Context: an optimization exercise on an open-source flow, tuned for small area, a short achievable clock period and few clock cycles. The choices shown serve that exercise and are no tape-out recipe.
Function was checked by simulation only, so behaviour that the tests miss may differ from the original.
Power and IR drop assume default switching activity.

==> inputs of v27 <==
Design ck_unit, start of the top module:
module ck_unit (
    input  wire        clk,
    input  wire        rst,
    input  wire        req_valid,
    output wire        req_ready,
    input  wire        req_write,
    input  wire [7:0]  req_addr,
    input  wire [31:0] req_wdata,
    output reg         rsp_valid,
    output reg  [31:0] rsp_rdata,
    output wire        irq,
    output wire        evt_mismatch,
    output reg         evt_alive
);
make LEC_CHECK=0 ABC_CLOCK_PERIOD_IN_PS=5000 CAP_MARGIN=20 CORE_MARGIN=2 CORE_UTILIZATION=40 SETUP_SLACK_MARGIN=2.0 SLEW_MARGIN=20 finish   # period 7.0 ns
run.sh (not shown) runs the stock make flow with config.mk's settings and CLKGATE_MAP_FILE= SYNTH_SCRIPT=/design/flow/synth_recipe.tcl, a recipe that flattens the netlist after the stock synthesis.
==> v39 (differences from v27) <==
--- a/flow/design.v
+++ b/flow/design.v
@@ -72,10 +72,11 @@
     reg [24:0] nbytes;      
     reg [23:0] left;        
     reg [3:0]  kh;          
     reg [4:0]  ch;          
     reg        ends_r;      
+    reg        nz;          
     reg        as_neg;      
     reg        as_small;    
     reg        as_m1;       
     reg [2:0]  as3;         
     reg [3:0]  as_le;       
@@ -94,10 +95,13 @@
     reg        div_align;
     reg        div_run;
     reg [31:0] p_al;        
     reg [31:0] i_al;        
     reg [4:0]  lsh;         
+    reg [3:0]  sh8;         
+    reg [7:0]  sh1;         
+    reg        sh_rf;       
     reg [5:0]  e_w;
     reg [31:0] e_poly;
     reg [31:0] e_init;
     reg [31:0] e_xor;
     reg        e_refin;
@@ -198,10 +202,12 @@
     wire [1:0] emode_d  = ctrl_ok ? w_end_mode : end_mode;
     wire [5:0] w_eff_d  = (preset_d == 3'd0) ? width_d :
                           (preset_d == 3'd3) ? 6'd16 :
                           (preset_d == 3'd4) ? 6'd8 : 6'd32;
     wire [5:0] lsh_d    = 6'd32 - w_eff_d;
+    wire       rfo_d    = (preset_d == 3'd0) ? (poly_ok ? wd[15] : refout) :
+                          (preset_d == 3'd1) || (preset_d == 3'd2);
     wire       trl_d    = (exp_d == 2'd1) || (exp_d == 2'd2);
     wire feeding = vm[0];
     wire [2:0] k = {kh[3], kh[2] | kh[1], kh[2] | kh[0]};
     wire ends  = ends_r;
     wire [3:0] rem = ({4{kh[0]}} & {1'b0, vm[3:1]}) | ({4{kh[1]}} & {2'b0, vm[3:2]}) |
@@ -261,11 +267,11 @@
     wire [15:0] alive_succ = (alive_ref + 16'd1) & alive_mod;
     wire a_first  = alive_hit && !alive_valid;
     wire a_next   = alive_hit && alive_valid && (alive_v == alive_succ);
     wire a_repeat = alive_hit && alive_valid && !(alive_v == alive_succ) && (alive_v == alive_ref);
     wire a_gap    = alive_hit && alive_valid && !(alive_v == alive_succ) && !(alive_v == alive_ref);
-    wire end_ev = (feeding && ends) || (cmd_end && (nbytes != 25'd0));
+    wire end_ev = (feeding && ends) || (cmd_end && nz);
     wire [31:0] t_raw = tail_ref ? refbytes(tail) : tail;
     reg  [31:0] tail_be;
     reg  [31:0] tail_le;
     always @(*) begin
         case (e_bytes)
@@ -278,11 +284,18 @@
     wire [31:0] exp_value = (exp_src == 2'd1) ? tail_le :
                             (exp_src == 2'd2) ? tail_be : expected;
     wire        end_chunk = feeding && ends;
     wire        end_cmd   = end_ev && !end_chunk;
     wire [31:0] fin_in   = res_fix ? result : crc;
-    wire [31:0] res_fin  = finalize(fin_in, e_refout, lsh, xor_m, wmask);
+    wire [31:0] fs1 = ({32{sh8[0]}} & fin_in)         | ({32{sh8[1]}} & (fin_in >> 8)) |
+                      ({32{sh8[2]}} & (fin_in >> 16)) | ({32{sh8[3]}} & (fin_in >> 24));
+    wire [31:0] fs2 = ({32{sh1[0]}} & fs1)        | ({32{sh1[1]}} & (fs1 >> 1)) |
+                      ({32{sh1[2]}} & (fs1 >> 2)) | ({32{sh1[3]}} & (fs1 >> 3)) |
+                      ({32{sh1[4]}} & (fs1 >> 4)) | ({32{sh1[5]}} & (fs1 >> 5)) |
+                      ({32{sh1[6]}} & (fs1 >> 6)) | ({32{sh1[7]}} & (fs1 >> 7)) |
+                      ({32{sh_rf}} & reflect32(fin_in));
+    wire [31:0] res_fin  = (fs2 ^ xor_m) & wmask;
     wire        mismatch = (cmp_pend || (end_cmd && compare)) &&
                            (((res_fin ^ exp_value) & wmask) != 32'd0);
     wire [3:0] n_lo_k    = {1'b0, nbytes[2:0]} + {1'b0, k};
     wire short_crc   = trailer && (nbytes[24:3] == 22'd0) && (n_lo_k <= {1'b0, e_bytes});
     wire short_alive = (alive_w != 2'd0) &&
@@ -332,13 +345,22 @@
                          (need[1] & k0) | (need[2] & kh[0]) | (need[3] & kh[1]) | (need[4] & kh[2]),
                          need[0] | (need[1] & !k0) | (need[2] & (kh[1] | kh[2] | kh[3])) |
                          (need[3] & (kh[2] | kh[3])) | (need[4] & kh[3])};
     wire [4:0] need_n = (blk_rst || end_ev) ? te_n : need_k;
     wire [23:0] aoff_d = q_alive_ok ? wd[23:0] : alive_off;
-    wire [25:0] a_sub_f = {2'b0, aoff_d} - {1'b0, feeding ? n_next : nbytes};
-    wire [25:0] a_sub_n = (blk_rst || end_ev) ? {2'b0, aoff_d} : a_sub_f;
-    wire [1:0]  jh_n    = (aw_d == 2'd3) ? a_sub_n[1:0] + 2'd1 : a_sub_n[1:0];
+    wire [25:0] a_base  = {2'b0, aoff_d} - {1'b0, nbytes};
+    wire        b_sm16  = !a_base[25] && (a_base[24:4] == 21'd0);
+    wire [4:0]  a_t     = {1'b0, a_base[3:0]} - {2'b0, k};
+    wire        f_neg   = a_base[25] || (b_sm16 && a_t[4]);
+    wire        f_m1    = ((&a_base) && k0) || (b_sm16 && (&a_t));
+    wire        f_small = b_sm16 && !a_t[4] && !a_t[3];
+    wire        r_sel   = blk_rst || end_ev;
+    wire        sn_neg   = r_sel ? 1'b0 : f_neg;
+    wire        sn_m1    = r_sel ? 1'b0 : f_m1;
+    wire        sn_small = r_sel ? (aoff_d[23:3] == 21'd0) : f_small;
+    wire [2:0]  sn_low   = r_sel ? aoff_d[2:0] : a_t[2:0];
+    wire [1:0]  jh_n    = (aw_d == 2'd3) ? sn_low[1:0] + 2'd1 : sn_low[1:0];
     wire [4:0] ch_n;
     assign ch_n[4] = kh_n[3] & need_n[0];
     assign ch_n[3] = (kh_n[3] & need_n[1]) | (kh_n[2] & need_n[0]);
     assign ch_n[2] = (kh_n[3] & need_n[2]) | (kh_n[2] & need_n[1]) | (kh_n[1] & need_n[0]);
     assign ch_n[1] = (kh_n[3] & need_n[3]) | (kh_n[2] & need_n[2]) | (kh_n[1] & need_n[1]) | (kh_n[0] & need_n[0]);
@@ -414,12 +436,12 @@
             expected <= 32'd0; result <= 32'd0; res_fix <= 1'b0; cmp_pend <= 1'b0;
             flags <= 7'd0; irq_en <= 7'h77;
             cnt_blocks <= 32'd0; cnt_mismatch <= 32'd0; cnt_repeats <= 32'd0; cnt_gaps <= 32'd0;
             alive_ref <= 16'd0; alive_valid <= 1'b0;
             mu <= MU_P2; p_al <= 32'h1EDC_6F41; i_al <= 32'hFFFF_FFFF;
-            lsh <= 5'd0; div_align <= 1'b0;
-            nbytes <= 25'd0;
+            lsh <= 5'd0; sh8 <= 4'b0001; sh1 <= 8'd0; sh_rf <= 1'b1; div_align <= 1'b0;
+            nbytes <= 25'd0; nz <= 1'b0;
             q_ctrl_ok <= 1'b0; q_poly_ok <= 1'b0; q_pval_ok <= 1'b0; q_init_ok <= 1'b0;
             q_xor_ok <= 1'b0; q_block_ok <= 1'b0; q_alive_ok <= 1'b0; q_irqen_ok <= 1'b0;
             q_cfg_err <= 1'b0; q_exp <= 1'b0; q_flags <= 1'b0; q_soft <= 1'b0; q_cmd_end <= 1'b0;
             q_cmd_rst <= 1'b0; q_en_rise <= 1'b0; q_div_trig <= 1'b0; q_cnt <= 4'd0;
             r_new <= 1'b0; vm <= 4'd0; kh <= 4'd0; ch <= 5'd1; ends_r <= 1'b0; div_pend <= 1'b0; div_run <= 1'b0;
@@ -459,10 +481,13 @@
                            cwr && (ca == A_MISMATCH), cwr && (ca == A_BLOCKS)};
             q_div_trig <= (c_poly && !c_poly_bad && (cw[2:0] == 3'd0)) ||
                           (cwr && ((ca == A_POLYVAL) || (ca == A_INIT)) && !en_d && (preset_d == 3'd0));
             div_pend <= div_trig;
             lsh      <= lsh_d[4:0];
+            sh8      <= 4'b0001 << lsh_d[4:3];
+            sh1      <= rfo_d ? 8'd0 : (8'b0000_0001 << lsh_d[2:0]);
+            sh_rf    <= rfo_d;
             if (div_pend) begin
                 p_al      <= polyval & wmask;
                 i_al      <= initval & wmask;
                 mu        <= wmask;
                 div_align <= 1'b1;
@@ -552,12 +577,14 @@
                 result  <= res_fin;
                 res_fix <= 1'b0;
             end
             if (blk_rst || end_ev) begin
                 nbytes <= 25'd0;
+                nz     <= 1'b0;
             end else if (feeding) begin
                 nbytes <= n_next;
+                nz     <= 1'b1;
             end
         end
         if (blk_rst || end_ev) begin
             crc  <= i_al;
         end else if (feeding) begin
@@ -566,19 +593,18 @@
         r_data <= r_data_n;
         d_top <= ({32{win_n[0]}} & sw_n[31:0])  | ({32{win_n[1]}} & sw_n[39:8]) |
                  ({32{win_n[2]}} & sw_n[47:16]) | ({32{win_n[3]}} & sw_n[55:24]) |
                  ({32{win_n[4]}} & sw_n[63:32]);
         need <= need_n;
-        as_neg   <= a_sub_n[25];
-        as_small <= !a_sub_n[25] && (a_sub_n[24:3] == 22'd0);
-        as_m1    <= &a_sub_n;
-        as3      <= a_sub_n[2:0];
-        as_le    <= {4{!a_sub_n[25] && (a_sub_n[24:3] == 22'd0)}} &
-                    {a_sub_n[2:0] <= 3'd3, a_sub_n[2:0] <= 3'd2, a_sub_n[2:0] <= 3'd1, a_sub_n[2:0] == 3'd0};
+        as_neg   <= sn_neg;
+        as_small <= sn_small;
+        as_m1    <= sn_m1;
+        as3      <= sn_low;
+        as_le    <= {4{sn_small}} & {sn_low <= 3'd3, sn_low <= 3'd2, sn_low <= 3'd1, sn_low == 3'd0};
         as_jh    <= (jh_n == 2'd0) ? 4'b0001 : (jh_n == 2'd1) ? 4'b0010 : (jh_n == 2'd2) ? 4'b0100 : 4'b1000;
-        as_jl    <= (&a_sub_n) ? 4'b0001 : (a_sub_n[1:0] == 2'd0) ? 4'b0010 :
-                    (a_sub_n[1:0] == 2'd1) ? 4'b0100 : 4'b1000;
+        as_jl    <= sn_m1 ? 4'b0001 : (sn_low[1:0] == 2'd0) ? 4'b0010 :
+                    (sn_low[1:0] == 2'd1) ? 4'b0100 : 4'b1000;
         dhit <= dhit_n;
         if (feeding) begin
             tail     <= tail_next;
             tail_ref <= e_refin;
         end
ABC_CLOCK_PERIOD_IN_PS = 4500   (was 5000)
SETUP_SLACK_MARGIN = 2.5   (was 2.0)
==> notes <==
v39 finished clean. v27 ran to the end with no violations. Between v39 and v27, the lower cell area is in v27 (gap 6.7%, measured against v27). In v27 the die area is higher than in v39, by 0.35%. Between v27 and v39, the lower sequential share of layout area is in v39 (gap 1.0 points). Between v39 and v27, the lower clock skew is in v39 (gap 0.074 ns). Between v27 and v39, the lower clock power is in v39 (gap 4.2%, measured against v39). Against v39, the synthesized cell count of v27 is lower by 0.48%. Between v39 and v27, the lower setup slack is in v27 (gap 0.44 ns).
==> figures <==
| quantity | v39 | v27 |
|---|---|---|
| Result of the run | complete, no violations | complete, no violations |
| Clock buffer count in the final layout | 130 | 133 |
| Max stage delay cell, worst path | sky130_fd_sc_hd__nor4_4 | sky130_fd_sc_hd__fa_2 |
| Critical Path Fanout Max | 7 | 5 |
| Sequential cell area in the final layout | 16400 µm² | 16100 µm² |
| Beginning of the worst register-to-register path | crc[24]$_DFFE_PP_ | kh[1]$_SDFF_PP0_ |
| Flop+latch power | 0.00487 W | 0.00490 W |
| Compound-gate portion of the synthesized area | 20.1% | 18.0% |
| Buffers and inverters on the worst path | 5 | 4 |
| Share of power burned in the clock network | 35.8% | 38.3% |
| Global-route wire length before repair | 471 mm | 460 mm |
| Clock group power | 0.00497 W | 0.00518 W |
| DP Wirelength | 239 mm | 242 mm |
| Register-to-register setup slack | 2.15 ns | 1.72 ns |
| Least-Margin Pin Slew | 1.26 ns | 1.19 ns |
Testbench counts of v27, summed over its fixed seeds: cycles 7,129.
Testbench counts of v39, summed over its fixed seeds: cycles 7,129.

separate check: timing with driven ports:
How much do the figures lean on ideal ports? The routed layouts below were timed once more, with nothing changed but the port constraints.
Step 1: set_driving_cell puts a clkbuf_16 on clk and a buf_2 on each other input, an assumption about the parent block.
Step 2 adds t to the input delays and takes it off the output delays; t is the mean of the earliest and latest rising clock arrival at the registers after step 1. Input paths then give back, and output paths get back, about the clock's delay inside the block.
Slacks: no drivers / after step 1 / after step 2; pairs: no drivers / after step 1.
run	t, ns	setup WS [ns]	worst setup path after step 2	latest minus earliest clock arrival (ns)	pins driven straight from the clock port
v27	0.791	1.716 / 1.716 / 1.716	register to register	0.112 / 0.112	1
v39	0.807	2.154 / 2.154 / 1.798	input to register	0.040 / 0.040	1
After both steps every run listed still meets setup and hold. The setup slack of v39, which loses most, moves by 0.000 ns with the drivers and by -0.356 ns with both steps.
